Source: an optimization exercise on an open RTL-to-GDS flow (aim: small area, a short achievable clock period and few clock cycles). Production flows keep margins and buffers that such runs may drop.
The RTL was checked by simulation tests, not by an equivalence proof against the original design.
Power and IR drop assume default switching activity.

### config.mk
export PLATFORM = sky130hd
export DESIGN_NAME = rcu_tile_coder
export DESIGN_NICKNAME = rcu_tile_coder
export VERILOG_FILES = /design/flow/design.v
export SDC_FILE = /design/flow/constraint.sdc
export NUM_CORES = 4
export LEC_CHECK = 0
export CAP_MARGIN = 20
export CORE_MARGIN = 2
export CORE_UTILIZATION = 40
export PLACE_DENSITY = 0.6
export SLEW_MARGIN = 20
### constraint.sdc
create_clock -name core_clock -period 20.0 [get_ports {clk}]
set_input_delay 4.0000 -clock core_clock [delete_from_list [all_inputs] [get_ports {clk}]]
set_output_delay 4.0000 -clock core_clock [all_outputs]
set_load 0.01 [all_outputs]
### design.v
module rcu_tile_coder (
    input  wire        clk,
    input  wire        rst_n,
    input  wire        cfg_valid,
    output wire        cfg_ready,
    input  wire [5:0]  cfg_tw,
    input  wire [5:0]  cfg_th,
    input  wire        cfg_p2,
    input  wire        in_valid,
    output wire        in_ready,
    input  wire [24:0] in_data,
    output wire        out_valid,
    input  wire        out_ready,
    output wire [31:0] out_data,
    output wire        out_last,
    output wire [15:0] out_nbits
);
    integer n;
    reg        ca_v;
    reg        cp_rdy;       
    wire       cp_v = ~cp_rdy;
    reg [5:0]  ca_tw, ca_th, cp_tw, cp_th;
    reg        ca_p2, cp_p2;
    reg        ca_tw1, cp_tw1;       
    reg rst_q;
    always @(posedge clk)
        rst_q <= rst_n;
    assign cfg_ready = cp_rdy;
    wire cfg_fire = cfg_valid & cp_rdy;
    reg  stall;
    wire stall_n;
    wire adv = ~stall;
    reg        in_rdy;       
    assign in_ready = in_rdy;
    wire in_fire = in_valid & in_rdy;
    wire        v0 = in_fire;
    wire [24:0] x0 = in_data;
    reg [4:0]  ci, cj;
    reg [5:0]  wp, rp;
    reg [7:0]  rph, rpl;     
    wire [6:0] len7   = ca_p2 ? {ca_tw, 1'b0} : {1'b0, ca_tw};      
    wire       top0   = ca_p2 ? (ci[4:1] == 4'd0) : (ci == 5'd0);
    wire       left0  = ca_p2 ? (cj[4:1] == 4'd0) : (cj == 5'd0);
    wire [6:0] jp     = {2'b0, cj} + (ca_p2 ? 7'd2 : 7'd1);
    wire       runok0 = (jp < {1'b0, ca_tw});
    wire       lcol0  = ({1'b0, cj} == ca_tw - 6'd1);
    wire       lrow0  = ({1'b0, ci} == ca_th - 6'd1);
    wire       tlast0 = lcol0 & lrow0;
    wire [1:0] ctx0   = ca_p2 ? {ci[0], cj[0]} : 2'b00;
    wire       tw1    = ca_tw1;
    wire [6:0] wpx    = {1'b0, wp} + 7'd1;
    wire [5:0] wp_nx  = (wpx == len7) ? 6'd0 : wpx[5:0];
    wire [6:0] rpx    = {1'b0, rp} + 7'd1;
    wire [5:0] rp_nx  = (rpx == len7) ? 6'd0 : rpx[5:0];
    wire [5:0] rp_cp  = cp_tw1 ? 6'd0 : (cp_p2 ? 6'd2 : 6'd1);
    wire go0 = adv & v0;             
    wire vac0   = ~ca_v | (go0 & tlast0);           
    wire ca_v_n = vac0 ? cp_v : ca_v;
    wire [5:0] rp_tk = (~ca_v | tlast0) ? rp_cp : rp_nx;
    wire       rp_en = ~ca_v | go0;
    always @(posedge clk) begin
        if (!rst_q)
            in_rdy <= 1'b0;
        else
            in_rdy <= ~stall_n & ca_v_n;
        if (!rst_n)
            in_rdy <= 1'b0;
    end
    always @(posedge clk) begin
        if (!rst_q) begin
            ca_v <= 1'b0;
            cp_rdy <= 1'b1;
            ci   <= 5'd0;
            cj   <= 5'd0;
            wp   <= 6'd0;
        end else begin
            if (cfg_fire) begin
                cp_rdy <= 1'b0;
                cp_tw  <= cfg_tw;
                cp_th  <= cfg_th;
                cp_p2  <= cfg_p2;
                cp_tw1 <= (cfg_tw == 6'd1);
            end
            if (vac0) begin
                ca_v   <= cp_v;
                ca_tw  <= cp_tw;
                ca_th  <= cp_th;
                ca_p2  <= cp_p2;
                ca_tw1 <= cp_tw1;
                if (cp_v)
                    cp_rdy <= 1'b1;
            end
            if (rp_en) begin
                rp  <= rp_tk;
                rph <= 8'd1 << rp_tk[5:3];
                rpl <= 8'd1 << rp_tk[2:0];
            end
            if (go0) begin
                if (tlast0) begin
                    ci <= 5'd0;
                    cj <= 5'd0;
                    wp <= 6'd0;
                end else begin
                    wp <= wp_nx;
                    if (lcol0) begin
                        cj <= 5'd0;
                        ci <= ci + 5'd1;
                    end else begin
                        cj <= cj + 5'd1;
                    end
                end
            end
        end
        if (!rst_n)
            cp_rdy <= 1'b0;
    end
    reg [24:0] lb [0:63];
    always @(posedge clk) begin
        for (n = 0; n < 64; n = n + 1)
            if (wp == n)         
                lb[n] <= x0;
    end
    reg [24:0] rd0;
    always @(*) begin
        rd0 = 25'd0;
        for (n = 0; n < 64; n = n + 1)
            if (rph[n >> 3] && rpl[n & 7])
                rd0 = rd0 | lb[n];
    end
    wire [24:0] d0 = tw1 ? x0 : rd0;
    reg [24:0] ha1, ha2, hd1, hd2, hd3, hd4;
    always @(posedge clk) begin
        if (go0) begin
            ha1 <= x0;
            ha2 <= ca_p2 ? ha1 : x0;
            hd1 <= d0;
            hd2 <= ca_p2 ? hd1 : d0;
            hd3 <= hd2;
            hd4 <= ca_p2 ? hd3 : hd2;
        end
    end
    wire signed [24:0] a = ha2;
    wire signed [24:0] b = hd2;
    wire signed [24:0] c = hd4;
    wire signed [24:0] d = d0;
    wire signed [24:0] s = x0;
    wire lt_ab = a < b;
    wire lt_ca = c < a;
    wire lt_cb = c < b;
    wire eq_ab = (a == b);
    wire eq_ac = (a == c);
    wire eq_bc = (b == c);
    wire c_ge_mx = lt_ab ? ~lt_cb : ~lt_ca;                      
    wire c_le_mn = lt_ab ? (lt_ca | eq_ac) : (lt_cb | eq_bc);    
    wire [24:0] grad = a + b - c;                
    reg [24:0] pred0;
    always @(*) begin
        if (top0 && left0)
            pred0 = 25'd0;
        else if (top0)
            pred0 = a;
        else if (left0)
            pred0 = b;
        else if (c_ge_mx)
            pred0 = lt_ab ? a : b;
        else if (c_le_mn)
            pred0 = lt_ab ? b : a;
        else
            pred0 = grad;
    end
    wire rs0  = ~top0 & ~left0 & runok0 & eq_ab & eq_bc;
    wire eqa0 = (s == a);
    reg        v1;
    reg [24:0] pred1;
    wire [24:0] s1 = ha1;    
    reg        rs1, eqa1, lcol1, tlast1;
    reg [1:0]  ctx1;
    always @(posedge clk) begin
        if (!rst_q)
            v1 <= 1'b0;
        else if (adv)
            v1 <= v0;
        if (adv) begin
            pred1  <= pred0;
            rs1    <= rs0;
            eqa1   <= eqa0;
            lcol1  <= lcol0;
            tlast1 <= tlast0;
            ctx1   <= ctx0;
        end
    end
    wire [25:0] e1 = {s1[24], s1} - {pred1[24], pred1};
    wire [25:0] m1 = {e1[24:0], 1'b0} ^ {26{e1[25]}};      
    reg        run_act;
    reg [5:0]  run_len;
    wire go1       = adv & v1;
    wire in_run    = run_act | (rs1 & (hd1 == hd3));
    wire run_hit   = in_run & eqa1;
    wire run_end   = in_run & (~run_hit | lcol1);
    wire run_go    = in_run & run_hit & ~lcol1;
    wire [5:0] run_r = run_hit ? run_len + 6'd1 : run_len;
    always @(posedge clk) begin
        if (!rst_q) begin
            run_act <= 1'b0;
            run_len <= 6'd0;
        end else if (go1) begin
            run_act <= run_go;
            run_len <= run_go ? run_r : 6'd0;
        end
    end
    reg        v2;
    reg [25:0] m2;
    reg [24:0] s2;
    reg [1:0]  ctx2;
    reg        tlast2, hc2, he2;
    reg [5:0]  w2;
    always @(posedge clk) begin
        if (!rst_q)
            v2 <= 1'b0;
        else if (adv)
            v2 <= v1;
        if (adv) begin
            m2     <= m1;
            s2     <= s1;
            ctx2   <= ctx1;
            tlast2 <= tlast1;
            hc2    <= ~run_hit;
            he2    <= run_end;
            w2     <= run_r + 6'd4;
        end
    end
    wire [24:0] u2   = m2[25:1];                           
    wire        clp2 = (|u2[24:16]) | (m2[0] & (&u2[15:0]));
    wire [15:0] ue2  = clp2 ? 16'hFFFF : u2[15:0];
    wire        uc2  = m2[0] & ~clp2;
    reg [22:0] cam1 [0:3];
    reg [5:0]  cn   [0:3];
    reg  [22:0] ar;
    reg  [5:0]  nr;
    wire [22:0] asum = ar + {7'd0, ue2} + {22'd0, uc2};
    wire        halve = (nr == 6'd63);
    wire [22:0] anew = halve ? {1'b0, asum[22:1]} : asum;
    wire [5:0]  nnew = halve ? 6'd32 : nr + 6'd1;
    always @(posedge clk) begin
        if (!rst_q) begin
            for (n = 0; n < 4; n = n + 1) begin
                cam1[n] <= 23'd3;
                cn[n]   <= 6'd1;
            end
        end else if (adv && v2) begin
            if (tlast2) begin
                for (n = 0; n < 4; n = n + 1) begin
                    cam1[n] <= 23'd3;
                    cn[n]   <= 6'd1;
                end
            end else if (hc2) begin
                cam1[ctx2] <= anew;
                cn[ctx2]   <= nnew;
            end
        end
    end
    wire        byp = v2 & (tlast2 | (hc2 & (ctx2 == ctx1)));
    always @(posedge clk) begin
        if (adv) begin
            ar <= byp ? (tlast2 ? 23'd3 : anew) : cam1[ctx1];
            nr <= byp ? (tlast2 ? 6'd1 : nnew) : cn[ctx1];
        end
    end
    reg [23:0] tk;
    always @(*) begin
        for (n = 0; n < 24; n = n + 1)
            tk[n] = ((ar >> n) >= {17'd0, nr});
    end
    wire [24:0] koh = {tk, 1'b1} & ~{1'b0, tk};    
    reg  [4:0]  k2, q2;
    reg         esc2;
    wire [29:0] m2p = {4'd0, m2};
    always @(*) begin
        k2 = 5'd0;
        q2 = 5'd0;
        esc2 = 1'b0;
        for (n = 0; n < 25; n = n + 1)
            if (koh[n]) begin
                k2   = k2 | n[4:0];
                q2   = q2 | m2p[n +: 5];
                esc2 = esc2 | ((m2 >> n) >= 26'd24);
            end
    end
    reg        vc;
    reg [25:0] pmc;       
    reg [4:0]  kc, qc;
    reg        escc, tlastc, hcc, hec;
    reg [5:0]  wc;
    always @(posedge clk) begin
        if (!rst_q)
            vc <= 1'b0;
        else if (adv)
            vc <= v2;
        if (adv) begin
            pmc    <= esc2 ? {1'b0, s2} : m2;
            kc     <= k2;
            qc     <= q2;
            escc   <= esc2;
            tlastc <= tlast2;
            hcc    <= hc2;
            hec    <= he2;
            wc     <= w2;
        end
    end
    wire [5:0] qk     = {1'b0, qc} + {1'b0, kc};
    wire [5:0] lc     = escc ? 6'd49 : qk + 6'd1;
    wire [6:0] lsc    = escc ? 7'd31 : 7'd79 - {1'b0, qk};
    wire       bigc   = escc | (qk >= 6'd32);
    wire [3:0] eglenc = wc[5] ? 4'd9 : wc[4] ? 4'd7 : wc[3] ? 4'd5 : 4'd3;
    wire [4:0] kkc = escc ? 5'd25 : kc;
    reg [48:0] codec;
    always @(*) begin
        for (n = 0; n < 49; n = n + 1) begin
            if (n < 25 && n < kkc)
                codec[n] = pmc[n < 25 ? n : 0];
            else
                codec[n] = (n < lc) && !(n == kc && !escc);
        end
    end
    reg        v3;
    reg [48:0] code3;
    reg [5:0]  l3;
    reg [3:0]  el3;       
    reg [6:0]  ls3, els3;  
    reg        tlast3, hc3, he3, big3;
    reg [5:0]  w3;
    always @(posedge clk) begin
        if (!rst_q) begin
            v3  <= 1'b0;
            he3 <= 1'b0;
            l3  <= 6'd1;
            el3 <= 4'd3;
            ls3 <= 7'd79;
            els3 <= 7'd77;
        end else if (adv) begin
            v3 <= vc;
            if (vc) begin
                he3 <= hec;
                l3  <= lc;
                el3 <= eglenc;
                ls3 <= lsc;
                els3 <= 7'd80 - {3'd0, eglenc};
            end
        end
        if (adv && vc) begin
            code3  <= codec;
            big3   <= bigc;
            tlast3 <= tlastc;
            hc3    <= hcc;
            w3     <= wc;
        end
    end
    reg        eg_done;
    reg [47:0] acc;       
    reg [5:0]  fill;
    reg        flushing;
    reg [15:0] nb;        
    reg        lastp;     
    reg        out_v, sk_v;
    reg [31:0] out_d, sk_d;
    reg        out_l, sk_l;
    reg         egp_q;
    wire        egp   = egp_q;                       
    wire [5:0]  plen  = egp ? {2'd0, el3} : l3;
    wire [48:0] piece = egp ? {43'd0, w3} : code3;
    wire        hasp  = v3 & (he3 | hc3);
    wire        finp  = egp ? ~hc3 : 1'b1;           
    wire        tfin  = tlast3 & finp;               
    wire [6:0]  tot_e = {1'b0, fill} + {3'b0, el3};
    wire [6:0]  tot_c = {1'b0, fill} + {1'b0, l3};
    wire [6:0]  tot   = egp ? tot_e : tot_c;
    wire        room  = ~sk_v;
    wire        accept = hasp & ~flushing & room & ~lastp & (~fill[5] | egp | ~big3);
    wire        drain  = ~accept & room & (flushing | fill[5]);
    wire [6:0]  sa_e  = els3 - {1'b0, fill};
    wire [6:0]  sa_c  = ls3 - {1'b0, fill};
    wire [6:0]  sa    = egp ? sa_e : sa_c;
    wire [79:0] shp   = {31'd0, piece & {49{accept}}} << sa;
    wire [79:0] win   = {acc, 32'd0} | shp;
    wire [6:0]  teff  = accept ? tot : {1'b0, fill};
    wire        ge32  = (teff >= 7'd32);
    wire        emit  = accept ? (ge32 | tfin) : drain;
    wire        wlast = accept ? (tfin & ~(teff > 7'd32)) : (flushing & ~(teff > 7'd32));
    wire [15:0] nbsum = nb + {10'd0, plen};
    wire [31:0] word  = win[79:48];
    wire [6:0]  tsub  = teff - 7'd32;
    wire        ld3       = adv & vc;
    wire        v3_n      = adv ? vc : v3;
    wire        he3_n     = ld3 ? hec : he3;
    wire        hc3_n     = ld3 ? hcc : hc3;
    wire        big3_n    = ld3 ? bigc : big3;
    wire        eg_done_n = accept ? (egp & hc3) : eg_done;
    wire [5:0]  fill_n    = emit ? (ge32 ? tsub[5:0] : 6'd0) : teff[5:0];
    wire        flush_n   = (accept && tfin && teff > 7'd32) ? 1'b1 :
                            (emit && wlast) ? 1'b0 : flushing;
    wire        sk_v_n    = (!out_v || out_ready) ? 1'b0 : (emit ? 1'b1 : sk_v);
    wire        egp_n     = he3_n & ~eg_done_n;
    wire        hasp_n    = v3_n & (he3_n | hc3_n);
    wire        ltake     = out_v & out_ready & out_l;     
    wire        lastp_n   = (emit & wlast) | (lastp & ~ltake);
    assign stall_n = hasp_n & (flush_n | sk_v_n | lastp_n | (fill_n[5] & ~egp_n & big3_n) | (egp_n & hc3_n));
    always @(posedge clk) begin
        if (!rst_q)
            stall <= 1'b0;
        else
            stall <= stall_n;
    end
    always @(posedge clk) begin
        if (!rst_q) begin
            eg_done  <= 1'b0;
            acc      <= 48'd0;
            fill     <= 6'd0;
            flushing <= 1'b0;
            nb       <= 16'd0;
            lastp    <= 1'b0;
            egp_q    <= 1'b0;
        end else begin
            egp_q <= egp_n;
            lastp <= lastp_n;
            if (accept)
                eg_done <= egp & hc3;
            if (emit) begin
                acc  <= win[47:0];
                fill <= ge32 ? tsub[5:0] : 6'd0;
            end else begin
                acc  <= win[79:32];
                fill <= teff[5:0];
            end
            if (accept && tfin && teff > 7'd32)
                flushing <= 1'b1;
            else if (emit && wlast)
                flushing <= 1'b0;
            if (ltake)
                nb <= 16'd0;
            else if (accept)
                nb <= nbsum;
        end
    end
    always @(posedge clk) begin
        if (!rst_q) begin
            out_v <= 1'b0;
            sk_v  <= 1'b0;
        end else if (!out_v || out_ready) begin
            out_v <= sk_v | emit;
            sk_v  <= 1'b0;
        end else if (emit) begin
            sk_v  <= 1'b1;
        end
        if (!rst_n)
            out_v <= 1'b0;
        if (!out_v || out_ready) begin
            out_d  <= sk_v ? sk_d  : word;
            out_l  <= sk_v ? sk_l  : wlast;
        end else if (!sk_v) begin
            sk_d  <= word;
            sk_l  <= wlast;
        end
    end
    assign out_valid = out_v;
    assign out_data  = out_d;
    assign out_last  = out_l;
    assign out_nbits = nb;
endmodule
### flow/run.sh
#!/bin/bash
# The standard layout (standard.sh, unchanged synthesis and steps), with
# sky130_fd_sc_hd__buf_4 as the buffer that buffer_ports puts on every input
# and output port instead of the default cell. The make output goes to
# standard.log; each ORFS step keeps its own log under orfs/logs.
set -euo pipefail
bash standard.sh "BUFFER_PORTS_ARGS=-buffer_cell sky130_fd_sc_hd__buf_4" finish > standard.log 2>&1
### standard.sh
#!/bin/bash
# synth_recipe.tcl (not shown) runs the flow's synth.tcl, then flattens the netlist and writes it again
# the make line also repeats each setting of config.mk as NAME=value (left out here)
make -C /OpenROAD-flow-scripts/flow DESIGN_CONFIG=/design/flow/config.mk WORK_HOME=/design/flow/orfs CLKGATE_MAP_FILE= SYNTH_SCRIPT=/design/flow/synth_recipe.tcl "${@:-finish}"
==> run notes, run 1 <==
Final nets=roughly 8100; root buf cell=clkbuf_16; post-synth top area share=roughly 64%; Resize count post-CTS=0; final antenna-violating net count=0; PD cells=around 94 nW/um^2; RSZ-0062 raised after global routing=no; reg2reg end=cam1[0][18]; row cnt=between 150 and 200; Routed WL per cell=35.6 um; Least-Margin Pin Slew=between 1000 and 1500 ps; Vias=73700; mux share of post-synthesis cell area=between 3 and 4%; most common cell type on the critical path=buf_4; adder-cell share of the synthesized area=about 4.4%; worst flop-to-flop path startpoint=m2[24]; largest net degree at the start of global routing=roughly 140; CORE AREA=approximately 260000 sq um; type of the tightest min-delay check=reg -> reg; DP HPWL=237 mm; cts hold-fix bufs=0; layout cells sized above 1=approximately an eighth; Synth area leaders=edfxtp_1 64%, ha_1 3.8%, a22oi_1 3.7%; Worst-path clk slew=approximately 60 ps; WL final=around 400 mm; CP peak stage delay=920 ps; Syn. warnings=2; htree depth=4; reg2reg path depth=15; family with the most delay on the worst path=buffers and inverters; Design Area, Final=117000 sq um; GRT overflow=0; minimum clock period=about 6400 ps; hold_sp=w2[3]; CP arrival=around 7000 ps; first-pass GRT wire length=549 mm; Post-Syn Instances=about 7600; final worst-path cycle share=31.9%; DR iter-0 viols=roughly 12000; Post-Synth XOR/XNOR Area=~1.8%; vias per cell=about 6.5; initial antenna violation count=19; Synth-to-Final Area Change=13.0%; CTS buffer count=between 200 and 250; Worst Path Required=20460 ps; status=complete, no violations; relative slew slack=under 10%; Yosys top cell by area=edfxtp_1; Hold Crit Depth=0; Setup CP Type=in -> reg; CTS tree=yes; Setup TNS Final=0 ps; Total GRT Usage=approximately 30%; CP max FO=approximately 80; Max Clk Rate=approximately 160 MHz; fill cell count=about 23000; Worst Setup Start Kind=input port; Post-CTS Setup Inserts=0; die area=roughly 260000 sq um; PortBufs=94; Area after DPL=between 100000 and 150000 sq um; VDD IR max=roughly 97 uV; clk latency of the worst-skew pair=940 ps; skew final=around 110 ps; main combinational cell family by area after synthesis=compound AO/OA/AOI/OAI gates; final hold vios=0; number of global-route vias before repair=about 70000; sequential-to-total area share from yosys stat=between 60% and 70%; Buf/Inv on CP=3; reg2reg setup slack=14180 ps; Worst path slowest cell=inv_6; compound-gate portion of the synthesized area=13.3%; LEAKAGE=40.0 nW; setup violators final=0; I/O Pins=95; Hold EP=wc[3]; Worst Setup End Kind=register; DR pass1 iterations=7; crit path cell chain=buf_4, nand3_1, inv_6, buf_4; Syn Std Cell Area=104000 sq um; global placer's final weighted congestion=about 0.92; simple-gate share of the synthesized area=under 10%; number of synthesized flops with an enable pin=between 2000 and 2500; DIE WIDTH=slightly above 500 um; Die Span Y=about 510 um; CTS Buffer Depth=3; Synth Flop Type=edfxtp_1; FF+latch count, synth=around 2300; average size of a mapped cell=between 10 and 15 sq um; initial core utilization=approximately two fifths; Max-Cap Viols=0; Remaining DRCs=0; clk sinks=~2300; synth unique cells=around 100; Final Slew Violations=0; Async SR Flop Fraction=0%; Synthesized Nets=about 7900
power breakdown:
group / internal (W) / switching, W / leakage (nW)
clock network: 0.00248 / 0.00198 / 3.76
registers: 0.00542 / 0.0000964 / 21.5
logic: 0.000312 / 0.000692 / 14.7
flip-flops by register name, summed over array words and instances (netlist names), 26 cells and up, named ones only:
name,flops
cam1,92
code3,49
acc,48
m2,26
lb,1600
out_d,32
sk_d,32
synth_stat cells (21+ instances only):
library cell / count
inv_1: 280
a21oi_1: 282
nor3_1: 114
o21ai_0: 306
nand2_1: 451
fa_1: 32
a211oi_1: 69
a221oi_1: 173
a31oi_1: 26
a222oi_1: 40
a22oi_1: 507
nand2b_1: 66
xnor2_1: 141
o211ai_1: 39
nand4_1: 150
nor2_1: 435
a22o_1: 151
mux2_2: 81
mux2i_1: 142
buf_1: 26
o31ai_1: 22
a21o_1: 67
edfxtp_1: 2207
and3_1: 26
o21a_1: 33
and2_1: 98
nor2b_1: 51
nand3_1: 176
ha_1: 313
xor2_1: 74
mux4_2: 44
dfxtp_1: 129
nor4_1: 48
o22ai_1: 53
clkbuf_1: 386
or3_1: 21
logic make-up (layout without fill, tap and decap cells):
kind of cell	Yosys count	after routing
fa+ha+maj	346	346
xor+xnor	215	215
other cells	0	11
mux	286	286
compound gates	1942	1942
simple gates	1717	1717
flops	2336	2336
buf+inv	711	1043
placed cells by master (no fill, tap or decap), types with 47 or more instances in the layout:
cell	count
nor2_4	64
nand2_1	447
clkbuf_16	237
xor2_1	73
nand3_1	175
xnor2_1	138
buf_4	313
mux2_2	81
mux2i_1	142
nor3_1	112
a22oi_1	507
o21ai_0	306
a211oi_1	68
nor2b_1	50
nor2_1	369
clkinv_1	64
a221oi_1	173
and2_1	54
edfxtp_1	2207
clkbuf_1	47
a21o_1	67
nand2b_1	64
ha_1	312
inv_1	277
a22o_1	151
dfxtp_1	126
a21oi_1	280
o22ai_1	52
nand4_1	150
final cells by class:
| cell class | count | area [sq um] | share of cell area (%) |
|---|---|---|---|
| Sequential cell | 2336 | 68900 | 58.7 |
| Clock buffer | 290 | 6180 | 5.27 |
| Inverter | 283 | 1070 | 0.915 |
| Multi-Input combinational cell | 4506 | 32900 | 28.0 |
| Antenna cell | 11 | 27.5 | 0.0235 |
| Timing Repair Buffer | 316 | 2400 | 2.05 |
| Clock inverter | 154 | 1600 | 1.37 |
| Tap cell | 3384 | 4230 | 3.61 |
how the worst max path moves through the flow:
stage	start	end	slack (ps)	depth (start not counted)
after floorplan	in_valid	cp_rdy	10750	8
after global placement	in_valid	hd4[19]	12980	4
after detailed placement	in_valid	hd4[19]	12900	4
after CTS	in_valid	hd4[6]	13820	4
after global routing	in_valid	hd4[7]	13590	4
final	in_valid	hd4[20]	13620	4
stage by stage:
| step | util [%] | std cells | total power, W | worst slack, ps | hold slack (ps) |
|---|---|---|---|---|---|
| after floorplan | - | 7553 | 0.00613 | 10750 | 400 |
| after global placement | 42.5 | 10800 | 0.00657 | 12980 | 401 |
| after detailed placement | 42.5 | 10800 | 0.00658 | 12900 | 406 |
| after CTS | 45.5 | 11300 | 0.0110 | 13820 | 419 |
| after global routing | 45.5 | 11300 | 0.0112 | 13590 | 426 |
| final | 45.5 | 11300 | 0.0110 | 13620 | 417 |
routing by layer:
metal  track usage, %  part of all wire, %  wire (um)  vias up
li1                 -                    -          -    29900
met1             38.5                   36     145000    37000
met2             45.7                   44     177000     5490
met3             7.61                   13      52000     1336
met4             16.2                  6.8      27400       12
met5            0.256                0.039        157        -
Testbench counts, summed over its fixed seeds: cycles 114,327.
==> run 2: changes to the inputs <==
--- a/design.v
+++ b/design.v
@@ -18,7 +18,8 @@
     integer n;
     reg        ca_v;
     reg        cp_rdy;       
-    wire       cp_v = ~cp_rdy;
+    reg        cp_bsy;       
+    wire       cp_v = cp_bsy;
     reg [5:0]  ca_tw, ca_th, cp_tw, cp_th;
     reg        ca_p2, cp_p2;
     reg        ca_tw1, cp_tw1;       
@@ -26,15 +27,18 @@
     always @(posedge clk)
         rst_q <= rst_n;
     assign cfg_ready = cp_rdy;
-    wire cfg_fire = cfg_valid & cp_rdy;
+    wire cfg_fire = cfg_valid & ~cp_bsy;
     reg  stall;
     wire stall_n;
     wire adv = ~stall;
+    reg        v0;
+    reg [24:0] x0;
     reg        in_rdy;       
+    reg        in_bsy;       
     assign in_ready = in_rdy;
-    wire in_fire = in_valid & in_rdy;
-    wire        v0 = in_fire;
-    wire [24:0] x0 = in_data;
+    wire in_fire = in_valid & ~in_bsy;
+    wire s0_take = adv | ~v0;
+    wire v0_n    = s0_take ? in_fire : v0;
     reg [4:0]  ci, cj;
     reg [5:0]  wp, rp;
     reg [7:0]  rph, rpl;     
@@ -54,46 +58,57 @@
     wire [5:0] rp_nx  = (rpx == len7) ? 6'd0 : rpx[5:0];
     wire [5:0] rp_cp  = cp_tw1 ? 6'd0 : (cp_p2 ? 6'd2 : 6'd1);
     wire go0 = adv & v0;             
-    wire vac0   = ~ca_v | (go0 & tlast0);           
-    wire ca_v_n = vac0 ? cp_v : ca_v;
-    wire [5:0] rp_tk = (~ca_v | tlast0) ? rp_cp : rp_nx;
-    wire       rp_en = ~ca_v | go0;
     always @(posedge clk) begin
-        if (!rst_q)
-            in_rdy <= 1'b0;
-        else
-            in_rdy <= ~stall_n & ca_v_n;
-        if (!rst_n)
+        if (!rst_q) begin
+            v0     <= 1'b0;
+            in_rdy <= 1'b1;
+            in_bsy <= 1'b0;
+        end else begin
+            v0     <= v0_n;
+            in_rdy <= ~(stall_n & v0_n);
+            in_bsy <= stall_n & v0_n;
+        end
+        if (!rst_n) begin
             in_rdy <= 1'b0;
+            in_bsy <= 1'b1;
+        end
+        if (s0_take)
+            x0 <= in_data;
     end
     always @(posedge clk) begin
         if (!rst_q) begin
             ca_v <= 1'b0;
             cp_rdy <= 1'b1;
+            cp_bsy <= 1'b0;
             ci   <= 5'd0;
             cj   <= 5'd0;
             wp   <= 6'd0;
         end else begin
             if (cfg_fire) begin
                 cp_rdy <= 1'b0;
+                cp_bsy <= 1'b1;
                 cp_tw  <= cfg_tw;
                 cp_th  <= cfg_th;
                 cp_p2  <= cfg_p2;
                 cp_tw1 <= (cfg_tw == 6'd1);
             end
-            if (vac0) begin
+            if (!ca_v || (go0 && tlast0)) begin
                 ca_v   <= cp_v;
                 ca_tw  <= cp_tw;
                 ca_th  <= cp_th;
                 ca_p2  <= cp_p2;
                 ca_tw1 <= cp_tw1;
-                if (cp_v)
+                rp     <= rp_cp;
+                rph    <= 8'd1;
+                rpl    <= 8'd1 << rp_cp[2:0];
+                if (cp_v) begin
                     cp_rdy <= 1'b1;
-            end
-            if (rp_en) begin
-                rp  <= rp_tk;
-                rph <= 8'd1 << rp_tk[5:3];
-                rpl <= 8'd1 << rp_tk[2:0];
+                    cp_bsy <= 1'b0;
+                end
+            end else if (go0) begin
+                rp  <= rp_nx;
+                rph <= 8'd1 << rp_nx[5:3];
+                rpl <= 8'd1 << rp_nx[2:0];
             end
             if (go0) begin
                 if (tlast0) begin
@@ -111,8 +126,10 @@
                 end
             end
         end
-        if (!rst_n)
+        if (!rst_n) begin
             cp_rdy <= 1'b0;
+            cp_bsy <= 1'b1;
+        end
     end
     reg [24:0] lb [0:63];
     always @(posedge clk) begin
@@ -208,9 +225,15 @@
             run_len <= run_go ? run_r : 6'd0;
         end
     end
+    wire [24:0] u1   = m1[25:1];                           
+    wire        clp1 = (|u1[24:16]) | (m1[0] & (&u1[15:0]));
+    wire [15:0] ue1  = clp1 ? 16'hFFFF : u1[15:0];
+    wire        uc1  = m1[0] & ~clp1;
     reg        v2;
     reg [25:0] m2;
     reg [24:0] s2;
+    reg [15:0] ue2;
+    reg        uc2;
     reg [1:0]  ctx2;
     reg        tlast2, hc2, he2;
     reg [5:0]  w2;
@@ -222,6 +245,8 @@
         if (adv) begin
             m2     <= m1;
             s2     <= s1;
+            ue2    <= ue1;
+            uc2    <= uc1;
             ctx2   <= ctx1;
             tlast2 <= tlast1;
             hc2    <= ~run_hit;
@@ -229,10 +254,6 @@
             w2     <= run_r + 6'd4;
         end
     end
-    wire [24:0] u2   = m2[25:1];                           
-    wire        clp2 = (|u2[24:16]) | (m2[0] & (&u2[15:0]));
-    wire [15:0] ue2  = clp2 ? 16'hFFFF : u2[15:0];
-    wire        uc2  = m2[0] & ~clp2;
     reg [22:0] cam1 [0:3];
     reg [5:0]  cn   [0:3];
     reg  [22:0] ar;
@@ -361,7 +382,8 @@
     reg        flushing;
     reg [15:0] nb;        
     reg        lastp;     
-    reg        out_v, sk_v;
+    reg        out_v, sk_v;      
+    reg        out_nv;           
     reg [31:0] out_d, sk_d;
     reg        out_l, sk_l;
     reg         egp_q;
@@ -398,10 +420,10 @@
     wire [5:0]  fill_n    = emit ? (ge32 ? tsub[5:0] : 6'd0) : teff[5:0];
     wire        flush_n   = (accept && tfin && teff > 7'd32) ? 1'b1 :
                             (emit && wlast) ? 1'b0 : flushing;
-    wire        sk_v_n    = (!out_v || out_ready) ? 1'b0 : (emit ? 1'b1 : sk_v);
+    wire        sk_v_n    = (out_nv || out_ready) ? 1'b0 : (emit ? 1'b1 : sk_v);
     wire        egp_n     = he3_n & ~eg_done_n;
     wire        hasp_n    = v3_n & (he3_n | hc3_n);
-    wire        ltake     = out_v & out_ready & out_l;     
+    wire        ltake     = ~out_nv & out_ready & out_l;   
     wire        lastp_n   = (emit & wlast) | (lastp & ~ltake);
     assign stall_n = hasp_n & (flush_n | sk_v_n | lastp_n | (fill_n[5] & ~egp_n & big3_n) | (egp_n & hc3_n));
     always @(posedge clk) begin
@@ -443,17 +465,21 @@
     end
     always @(posedge clk) begin
         if (!rst_q) begin
-            out_v <= 1'b0;
-            sk_v  <= 1'b0;
-        end else if (!out_v || out_ready) begin
-            out_v <= sk_v | emit;
+            out_v  <= 1'b0;
+            out_nv <= 1'b1;
+            sk_v   <= 1'b0;
+        end else if (out_nv || out_ready) begin
+            out_v  <= sk_v | emit;
+            out_nv <= ~(sk_v | emit);
             sk_v  <= 1'b0;
         end else if (emit) begin
             sk_v  <= 1'b1;
         end
-        if (!rst_n)
-            out_v <= 1'b0;
-        if (!out_v || out_ready) begin
+        if (!rst_n) begin
+            out_v  <= 1'b0;
+            out_nv <= 1'b1;
+        end
+        if (out_nv || out_ready) begin
             out_d  <= sk_v ? sk_d  : word;
             out_l  <= sk_v ? sk_l  : wlast;
         end else if (!sk_v) begin
--- a/config.mk
+++ b/config.mk
@@ -7,6 +7,6 @@
 export LEC_CHECK = 0
 export CAP_MARGIN = 20
 export CORE_MARGIN = 2
-export CORE_UTILIZATION = 40
-export PLACE_DENSITY = 0.6
+export CORE_UTILIZATION = 55
+export PLACE_DENSITY = 0.72
 export SLEW_MARGIN = 20
==> run notes, run 2 <==
Seq pwr share=roughly 50%; adder-cell share of the synthesized area=under 10%; most frequent cells in the layout=2249 x edfxtp_1, 532 x a22oi_1, 442 x nand2_1; Max-Cap Viols=0; I/O Pins=95; hold_sp=w2[2]; CTS Buffer Depth=3; Worst Setup Start Kind=register; DR pass1 iterations=9; status=complete, no violations; Tot Pwr=0.0114 W; Post-Syn Instances=7584; Yosys top cell by area=edfxtp_1; VDD IR max=around 88 uV; cts hold-fix bufs=0; post-synth top area share=~64%; compound-gate portion of the synthesized area=approximately an eighth; Max Clk Rate=roughly 180 MHz; initial core utilization=about 55%; Post-Synth XOR/XNOR Area=under 10%; layout cells sized above 1=a little over an eighth; top post-synthesis cells by count=2249 x edfxtp_1, 532 x a22oi_1, 447 x nor2_1; Final Slew Violations=0; Remaining DRCs=0; Synthesized Nets=roughly 8000; PortBufs=94; initial antenna violation count=16; CP peak stage delay=430 ps; relative slew slack=around 17%; main combinational cell family by area after synthesis=compound AO/OA/AOI/OAI gates; Least-Margin Pin Slew=1230 ps; sequential-to-total area share from yosys stat=66.8%; vias per cell=7.12; clk latency of the worst-skew pair=slightly above 900 ps; DIE WIDTH=roughly 440 um; Die Span Y=approximately 440 um; largest net degree at the start of global routing=between 100 and 150; Setup CP Type=reg -> out; Buf/Inv on CP=1; worst flop-to-flop path startpoint=egp_q; Synth Flop Type=edfxtp_1; first-pass GRT wire length=518 mm; final hold vios=0; number of synthesized flops with an enable pin=2249; Worst Setup End Kind=primary output; Worst Path Required=roughly 16000 ps; DP HPWL=around 220 mm; mux share of post-synthesis cell area=under 10%; clk sinks=~2400; Setup TNS Final=0 ps; Clock Power Share=between 30% and 40%; CTS tree=yes; Post-CTS Setup Inserts=0; largest register by flop count=lb; CP max FO=6; final worst-path cycle share=between 20% and 30%; simple-gate share of the synthesized area=7.98%; Total GRT Usage=a little under two fifths; synth unique cells=94; PD cells=approximately 96 nW/um^2; Syn Std Cell Area=around 110000 sq um; Async SR Flop Fraction=0%; crit path cell chain=buf_4; global placer's final weighted congestion=~0.97; row cnt=160; switching part of the total power=between 20% and 30%; combinational power share=between 10% and 20%; commonest non-fill, non-tap cell in the layout=edfxtp_1; GRT overflow=0; max reg flops=between 1500 and 2000; CP arrival=1460 ps; Vias=74500; type of the tightest min-delay check=reg -> reg; Synth-to-Final Area Change=12.0%; CTS buffer count=between 200 and 250; RSZ-0062 raised after global routing=no; Switch Pwr=0.00289 W; skew final=~130 ps; top-count cell post-synth=edfxtp_1; number of global-route vias before repair=roughly 70000; CP Launch Point=nb[10]; Routed WL per cell=about 36 um; Largest regs=lb x1600, cam1 x92, code3 x49; Worst path slowest cell=dfxtp_1; setup violators final=0; Resize count post-CTS=0; Syn. warnings=2; Final nets=approximately 8000; P_int=~0.0085 W; htree depth=4; LEAKAGE=around 41 nW; root buf cell=clkbuf_16; Synth area leaders=edfxtp_1 64%, a22oi_1 3.8%, ha_1 3.7%; DR iter-0 viols=~13000; average size of a mapped cell=about 14 sq um; WL final=374 mm; FF+latch count, synth=roughly 2400; family with the most delay on the worst path=flip-flops; Worst-path clk slew=~60 ps; CORE AREA=around 190000 sq um; die area=195000 sq um; minimum clock period=roughly 5500 ps; final antenna-violating net count=0
[run 2: cell count changes after synthesis, sizes merged, moves of 24 or more]
cell    change
o21ai      -36
or2        +24
edfxtp     +42
nand2b     -30
a22oi      +25
mux2i      -42
[run 2: cell type report]
type / instances / area [sq um]
Sequential cell: 2382 / 70200
Clock buffer: 273 / 5960
Multi-Input combinational cell: 4489 / 32900
Antenna cell: 13 / 32.5
Fill cell: 14000 / 72200
Timing Repair Buffer: 342 / 2580
Inverter: 287 / 1090
Clock inverter: 158 / 1870
Tap cell: 2511 / 3140
[run 2: path summary, 6_finish.rpt]
kind | to | slack, ps | cells past startpoint
worst max register to register | acc[17] | 14790 | 14
worst min register to register | wc[2] | 340 | 0
worst min-delay path | wc[2] | 340 | 0
worst max-delay path | out_nbits[10] | 14540 | 1
[run 2: metal layers]
| layer | global-route usage [%] | up-vias | part of all wire (%) |
|---|---|---|---|
| met2 | 56.6 | 6499 | 44 |
| met3 | 13.4 | 1690 | 15 |
| li1 | - | 30200 | - |
| met1 | 46.3 | 36100 | 33 |
| met4 | 25.7 | 24 | 8.4 |
| met5 | 0.342 | - | 0.069 |
[run 2: cell families after synthesis]
| group | count (synthesis) |
|---|---|
| flip-flops | 2382 |
| AO/OA/AOI/OAI | 1949 |
| AND/OR/NAND/NOR | 1731 |
| buffers and inverters | 713 |
| adder cells (fa/ha/maj) | 347 |
| multiplexers | 248 |
| XOR/XNOR | 214 |
[run 2: power by group through the flow]
stage,Combinational (W),Sequential (W),Clock (W)
6_report,0.00115,0.00570,0.00450
2_1_floorplan,0.000738,0.00573,0
4_1_cts,0.00110,0.00569,0.00450
5_1_grt,0.00121,0.00570,0.00470
3_5_place_dp,0.00110,0.00580,0
3_3_place_gp,0.00108,0.00580,0
[run 2: through the flow]
stage	hold WS [ps]	utilization, %	instance area (sq um)	setup slack [ps]	std cells
after floorplan	400	-	105000	11350	7584
after global placement	403	57.8	110000	14430	10000
after detailed placement	405	57.8	110000	14370	10000
after CTS	346	61.9	118000	14490	10400
after global routing	355	62.0	118000	14460	10400
final	341	62.0	118000	14540	10500
Testbench counts of run 2, summed over its fixed seeds: cycles 114,327.

## re-timing with driven ports
No port has a modelled driver above. Below, the same layouts with a new extraction and two added sets of constraints.
Step 1 assumes that a clkbuf_16 drives the clock port and a buf_2 every other input.
Step 2 also shifts input and output timing later by t, the mid clock arrival at the registers, as if the neighbouring blocks saw the same clock.
Slacks: ideal ports / drivers / drivers and shift; pairs: ideal ports / drivers.
run | shift t [ns] | setup slack, ns | worst setup path after step 2
run 1 | 0.973 | 13.618 / 13.682 / 12.709 | input to register
run 2 | 0.962 | 14.538 / 14.447 / 14.342 | input to register
After both steps every run listed still meets setup and hold. For run 1, which loses most, drivers alone change the setup slack by +0.064 ns; drivers and shift together by -0.909 ns.
